This design comes from an exercise in tuning for small area, a short achievable clock period and few clock cycles per item on the open sky130 flow, not from production work.
The RTL was checked by simulation tests, not by an equivalence proof against the original design.
Power figures rest on the tool's default switching activity, not on a simulated workload.

==> flow/design.v (excerpt) <==
module xv_pivot (
    input  wire        clk,
    input  wire        rst,
    input  wire        in_valid,
    output wire        in_ready,
    input  wire [63:0] in_p,
    input  wire [63:0] in_th,
    input  wire [7:0]  in_fs,
    input  wire [7:0]  in_fd,
    input  wire        in_sx32,
    input  wire        in_dx32,
    input  wire        in_rsq,
    input  wire        in_sat,
    output reg         out_valid,
    output wire [63:0] out_q,
    output reg  [3:0]  out_flags
);
    localparam [1:0] S_IDLE = 2'd0, S_DIV = 2'd2, S_FIN = 2'd3;
    reg [1:0]  state;
    reg        first;         
    reg        sqf;           
    reg        bad;           
    reg        nv;
    reg        dx32, rsq, sat;
    reg signed [9:0] e;
    reg [5:0]  msb;           
    reg        pow2;
    reg [62:0] d;             
    reg [64:0] rem;           
    reg [5:0]  k;             
    reg [1:0]  qb;            
    reg        sq_en;         
    reg [64:0] srem;          
    reg [63:0] res;           
  ...
For scale: about 300 flip-flops, ~220 I/O pins, about 35000 um2 of cells after synthesis.
clock: 9.0 ns
lec_check: 0
cap_margin: 20
core_margin: 2
core_utilization: 40
setup_slack_margin: 4
slew_margin: 20
run.sh (not shown) runs the stock make flow with config.mk's settings and CLKGATE_MAP_FILE= SYNTH_SCRIPT=/design/flow/synth_recipe.tcl, a recipe that flattens the netlist after the stock synthesis.
The first run finished with timing, DRC and antenna clean.
Testbench counts at the start, summed over its fixed seeds: cycles 53,002, items 1,600.
Edit:
--- a/flow/config.mk
+++ b/flow/config.mk
@@ -10 +10 @@
-export CORE_UTILIZATION = 40
+export CORE_UTILIZATION = 60
After rerunning: Worst setup slack loses 0.030 ns. Fmax came out lower slightly. Routed wire length shrinks by a few percent. Final cell count decreases by a little under a tenth. Global-route usage is higher by 12 points.
Edit:
--- a/flow/config.mk
+++ b/flow/config.mk
@@ -10,2 +10,2 @@
-export CORE_UTILIZATION = 60
-export SETUP_SLACK_MARGIN = 4
+export CORE_UTILIZATION = 40
+export SETUP_SLACK_MARGIN = 5
- non-clock buffer count goes up by 193
- clock power is lower by about 4%
- final area came out higher by 12%
- setup slack gains 0.42 ns
- clock-buffer cell count came out higher by 1
- synthesized area is unchanged
- combinational power grows by 22%
- worst hold slack improved by 0.0078 ns
- flip-flop and latch count stays the same
- global-route usage goes down by 11 points


## red
xv_pivot, a different RTL version from the one above (not shown whole).
Size in the first run: about 300 flip-flops, ~0.035 mm2 of cells after synthesis.
clock: 9.0 ns
lec_check: 0
cap_margin: 20
core_margin: 2
core_utilization: 40
setup_slack_margin: 4
slew_margin: 20
standard.sh (not shown) runs the stock make flow with config.mk's settings and CLKGATE_MAP_FILE= SYNTH_SCRIPT=/design/flow/synth_recipe.tcl, a recipe that flattens the netlist after the stock synthesis.
==> flow/flow/run.sh <==
#!/bin/bash
# The standard layout, with plain buffers (instead of delay cells) on the ports, and timing
# repair free to resize cells across footprints.
set -euo pipefail
bash standard.sh "BUFFER_PORTS_ARGS=-buffer_cell sky130_fd_sc_hd__buf_2" "MATCH_CELL_FOOTPRINT=0" finish > standard_make.log 2>&1
red: no failed stages, no open violations at the end
Testbench counts of red, summed over its fixed seeds: cycles 53,002, items 1,600.
Relative to red, the following input files were edited for blue:
Settings: swapping 4 for 5 in SETUP_SLACK_MARGIN; putting TNS_END_PERCENT at 0 where nothing was set; putting CTS_BUF_LIST at sky130_fd_sc_hd__clkbuf_8 where nothing was set.
==> flow/flow/run.sh <==
#!/bin/bash
# The standard layout, with plain buffers (instead of delay cells) on the ports, timing repair
# free to resize cells across footprints and aimed 6 ns below the clock period; clock tree of clkbuf_8.
set -euo pipefail
bash standard.sh "BUFFER_PORTS_ARGS=-buffer_cell sky130_fd_sc_hd__buf_2" "MATCH_CELL_FOOTPRINT=0" "SETUP_SLACK_MARGIN=6" finish > standard_make.log 2>&1
### Flow results
- blue vs. red: clock-buffer cell count grew by 9, setup slack after layout +720 ps, minimum period implied by the final worst setup slack now smaller.
- d[0] as the beginning of the critical path was reported by red, and rem[4] by blue.
- blue against red; wire length is up by a few percent.
- From red to blue the numbers moved as follows: layout overhead on the synthesized area now sits higher; net total in the final layout has increased; post-route fraction of the period consumed by the critical path went down by 8.0 points.
- red → blue: utilization of the core after routing rose 1.9 points; proportion of total power due to net switching rose 0.70 points.
- Between red and blue, met2 usage in global routing increased.
- Compare blue and red | final design area excluding fillers higher: blue
- A cell with the largest stage delay on the worst path of sky130_fd_sc_hd__edfxtp_1 is what blue shows, while sky130_fd_sc_hd__o21ai_0 belongs to red.
For green, these inputs were changed with respect to blue:
Settings: swapping 20 for 10 in CAP_MARGIN; swapping 20 for 10 in SLEW_MARGIN; swapping 40 for 55 in CORE_UTILIZATION.
==> flow/flow/run.sh <==
#!/bin/bash
# The standard layout, with plain buffers (instead of delay cells) on the ports, timing repair
# free to resize cells across footprints and aimed 6 ns below the clock period; clock tree of clkbuf_8, denser placement.
set -euo pipefail
bash standard.sh "BUFFER_PORTS_ARGS=-buffer_cell sky130_fd_sc_hd__buf_2" "MATCH_CELL_FOOTPRINT=0" "SETUP_SLACK_MARGIN=6" finish > standard_make.log 2>&1
[summary]
Comparing blue and green, the higher final critical-path setup slack was measured on green. Lower number of post-CTS setup repair buffers was reported by blue, not green. Minimum clock period is lower on green.
What orange does differently from green at the input level:
Settings: changing SLEW_MARGIN from 10 to 20; changing CAP_MARGIN from 10 to 20; changing CORE_UTILIZATION from 55 to 40; removing CTS_BUF_LIST (formerly sky130_fd_sc_hd__clkbuf_8).
==> flow/flow/run.sh <==
#!/bin/bash
# The standard layout, with plain buffers (instead of delay cells) on the ports, timing repair
# free to resize cells across footprints, and repair aimed at the worst path only.
set -euo pipefail
bash standard.sh "BUFFER_PORTS_ARGS=-buffer_cell sky130_fd_sc_hd__buf_2" "MATCH_CELL_FOOTPRINT=0" finish > standard_make.log 2>&1
Findings:
Relative to green, multi-input logic area increased by about 0.35% in orange. Against green, orange comes in 25 ps lower on setup slack. Note that the final cell count recorded for orange amounts to 1.06 times the value seen in green. Of orange and green, it is orange that has the lower final-layout clock buffer total. orange ends up with higher non-clock buffer count than green does. On worst hold slack, the lower figure sits with orange, not green. Cmp orange vs green: worst reg-to-reg path cell count higher in orange. Summary of orange over green: number of detailed-routing iterations run before antenna repair went down by 1; summed area of non-filler cells in the final layout +about 3%; power density over the cells -0.95%.


## old
The RTL this note starts from:
==> flow/design.v <==
module xv_pivot (
    input  wire        clk,
    input  wire        rst,
    input  wire        in_valid,
    output wire        in_ready,
    input  wire [63:0] in_p,
    input  wire [63:0] in_th,
    input  wire [7:0]  in_fs,
    input  wire [7:0]  in_fd,
    input  wire        in_sx32,
    input  wire        in_dx32,
    input  wire        in_rsq,
    input  wire        in_sat,
    output reg         out_valid,
    output wire [63:0] out_q,
    output reg  [3:0]  out_flags
);
    localparam [1:0] S_IDLE = 2'd0, S_PREP = 2'd1, S_DIV = 2'd2, S_FIN = 2'd3;
    reg [1:0]  state;
    reg        sqf;           
    reg        bad;           
    reg        nv;
    reg        dx32, rsq, sat;
    reg signed [9:0] e;
    reg [62:0] d;             
    reg [64:0] rem;           
    reg [5:0]  k;             
    reg [1:0]  qb;            
    reg        sq_en;         
    reg [64:0] srem;          
    reg [63:0] res;           
    reg        spec;
    reg [3:0]  sfl;
    assign in_ready  = (state == S_IDLE) || (state == S_FIN);
    assign out_q     = res;
    wire   nx        = (rem != 65'd0) || (srem != 65'd0);
    wire [63:0] pi = in_sx32 ? {{32{in_p[31]}},  in_p[31:0]}  : in_p;
    wire [63:0] ti = in_sx32 ? {{32{in_th[31]}}, in_th[31:0]} : in_th;
    wire p_nar = in_sx32 ? (in_p[31:0]  == 32'h8000_0000) : (in_p  == 64'h8000_0000_0000_0000);
    wire t_nar = in_sx32 ? (in_th[31:0] == 32'h8000_0000) : (in_th == 64'h8000_0000_0000_0000);
    wire a_nv  = ($signed(pi) <= 64'sd0) || ($signed(pi) < $signed(ti));
    wire signed [9:0] fs10 = {{2{in_fs[7]}}, in_fs};
    wire signed [9:0] fd10 = {{2{in_fd[7]}}, in_fd};
    wire signed [9:0] a_e  = (in_rsq ? fd10 + fd10 : fd10) + fs10;
    reg [62:0] above;         
    integer b;
    always @* begin
        above[62] = 1'b0;
        for (b = 61; b >= 0; b = b - 1)
            above[b] = above[b + 1] | d[b + 1];
    end
    wire [62:0] lead = d & ~above;
    reg [5:0] msb;
    integer c;
    always @* begin
        msb = 6'd0;
        for (c = 0; c < 63; c = c + 1)
            msb = msb | (lead[c] ? c[5:0] : 6'd0);
    end
    wire pow2 = ((d & (d - 63'd1)) == 63'd0);
    wire signed [9:0] s  = e - $signed({4'd0, msb});
    wire signed [9:0] kk = rsq ? (dx32 ? 10'sd61 : 10'sd125) : (dx32 ? 10'sd30 : 10'sd62);
    wire under = s[9];
    wire over  = (s > kk + 10'sd1) || ((s == kk + 10'sd1) && pow2);
    wire [63:0] nar_code = dx32 ? 64'h0000_0000_8000_0000 : 64'h8000_0000_0000_0000;
    wire [63:0] max_code = dx32 ? 64'h0000_0000_7FFF_FFFF : 64'h7FFF_FFFF_FFFF_FFFF;
    wire [65:0] x3  = {1'b0, rem};
    wire [65:0] y3  = ~{2'b00, d, 1'b0};
    wire [65:0] z3  = ~{3'b000, d};
    wire [65:0] s3  = x3 ^ y3 ^ z3;
    wire [65:0] c3  = {(x3[64:0] & y3[64:0]) | (x3[64:0] & z3[64:0]) | (y3[64:0] & z3[64:0]), 1'b1};
    wire [65:0] r3  = s3 + c3 + 66'd1;
    wire [65:0] r1  = {1'b0, rem} - {3'b000, d};
    wire [65:0] r2  = {1'b0, rem} - {2'b00, d, 1'b0};
    wire        ge1 = !r1[65], ge2 = !r2[65], ge3 = !r3[65];
    wire [1:0]  qd  = ge3 ? 2'd3 : ge2 ? 2'd2 : {1'b0, ge1};
    wire [62:0] rem_nx = ge3 ? r3[62:0] : ge2 ? r2[62:0] : ge1 ? r1[62:0] : rem[62:0];
    wire [66:0] srem2    = {srem, qb};
    wire [66:0] trial    = {1'b0, res[63:0], 2'b01};
    wire [67:0] srem_sub = {1'b0, srem2} - {1'b0, trial};
    wire        r_one    = !srem_sub[67];
    wire [64:0] srem_nx  = r_one ? srem_sub[64:0] : srem2[64:0];
    always @(posedge clk) begin
        if (rst) begin
            state     <= S_IDLE;
            sqf       <= 1'b0;
            sq_en     <= 1'b0;
            out_valid <= 1'b0;
        end else begin
            sq_en     <= 1'b0;
            out_valid <= (state == S_FIN);
            if (state == S_FIN)
                out_flags <= spec ? sfl : {1'b0, nx, nx && (res == 64'd0), 1'b0};
            case (state)
                S_IDLE, S_FIN: begin
                    if (in_valid) begin
                        d     <= {in_sx32 ? 32'd0 : in_p[62:31], in_p[30:0]};
                        bad   <= p_nar || t_nar || a_nv;
                        nv    <= !(p_nar || t_nar);
                        e     <= a_e;
                        dx32  <= in_dx32;
                        rsq   <= in_rsq;
                        sat   <= in_sat;
                        state <= S_PREP;
                    end else
                        state <= S_IDLE;
                end
                S_PREP: begin
                    rem  <= s[0] ? {1'b0, lead, 1'b0} : {2'b00, lead};
                    k    <= s[6:1];
                    qb   <= 2'b00;
                    srem <= 65'd0;
                    spec <= 1'b1;
                    if (bad) begin
                        res   <= nar_code;
                        sfl   <= {nv, 3'b000};
                        state <= S_FIN;
                    end else if (under) begin
                        res   <= 64'd0;
                        sfl   <= 4'b0110;
                        state <= S_FIN;
                    end else if (over) begin
                        res   <= sat ? nar_code : max_code;
                        sfl   <= 4'b0101;
                        state <= S_FIN;
                    end else begin
                        res   <= 64'd0;
                        spec  <= 1'b0;
                        state <= S_DIV;
                    end
                end
                S_DIV: begin
                    if (!sqf) begin
                        rem <= {rem_nx, 2'b00};
                        k   <= k - 6'd1;
                        qb  <= qd;
                        sq_en <= rsq;
                        if (!rsq)
                            res <= {res[61:0], qd};
                        if (k == 6'd0) begin
                            if (rsq) sqf <= 1'b1;
                            else     state <= S_FIN;
                        end
                    end else begin
                        sqf   <= 1'b0;
                        state <= S_FIN;
                    end
                    if (sq_en) begin
                        srem <= srem_nx;
                        res  <= {res[62:0], r_one};
                    end
                end
            endcase
        end
    end
endmodule
clock: 9.0 ns
lec_check: 0
cap_margin: 20
core_margin: 2
core_utilization: 40
slew_margin: 20
run.sh (not shown) runs the stock make flow with config.mk's settings and CLKGATE_MAP_FILE= SYNTH_SCRIPT=/design/flow/synth_recipe.tcl, a recipe that flattens the netlist after the stock synthesis.
Stock flow here: none of the scripts above is used.
old ran to completion and came out clean on the timing, DRC and antenna checks.
Testbench counts of old, summed over its fixed seeds: cycles 54,450, items 1,600.
Relative to old, the following input files were edited for new:
Settings: putting SETUP_SLACK_MARGIN at 4 where nothing was set.
[summary]
- Compared with old, new degrades final wirelength.
- When the final numbers for old and new were put side by side, the met2 global-route usage turned out to be smaller in old.
- From old to new the numbers moved as follows: hold buffer count at CTS now sits at about the same level; final setup slack of the worst path went up by 1.81 ns; static power due to leakage +7.6%; power share of the clock group lost 1.0 points.

-- re-timing with driven ports --
No port has a modelled driver above. Below, the same layouts with a new extraction and two added sets of constraints. Step 1 assumes that a clkbuf_16 drives the clock port and a buf_2 every other input. Step 2, shift: input delay + t, output delay - t, t = (earliest + latest rising clock arrival at the registers) / 2. This alone moves slack from input paths to output paths. a / b / c = no drivers / after step 1 / after step 2; a / b = the first two.
run	t (ns)	slack for setup (ns)	worst setup path at the end	slew at the worst register clock pin (ns)	cell pins on the clock port's net
the first run of note 1	0.649	4.129 / 4.160 / 3.529	input to register	0.07 / 0.07	1
the second run of note 1	0.629	4.099 / 4.099 / 3.504	input to register	0.07 / 0.07	1
the third run of note 1	0.651	4.519 / 4.519 / 4.281	input to register	0.07 / 0.07	1
red	0.643	4.024 / 4.024 / 3.636	input to register	0.07 / 0.07	1
blue	0.768	4.748 / 4.748 / 4.103	input to register	0.08 / 0.08	1
green	0.777	4.780 / 4.780 / 4.112	input to register	0.07 / 0.07	1
orange	0.649	4.755 / 4.792 / 4.147	input to register	0.06 / 0.06	1
old	0.629	1.089 / 1.089 / 1.089	register to register	0.07 / 0.07	1
new	0.651	2.899 / 2.899 / 2.899	register to register	0.07 / 0.07	1
After both steps every run listed still meets setup and hold. The setup slack of green, which loses most, moves by 0.000 ns with the drivers and by -0.668 ns with both steps.
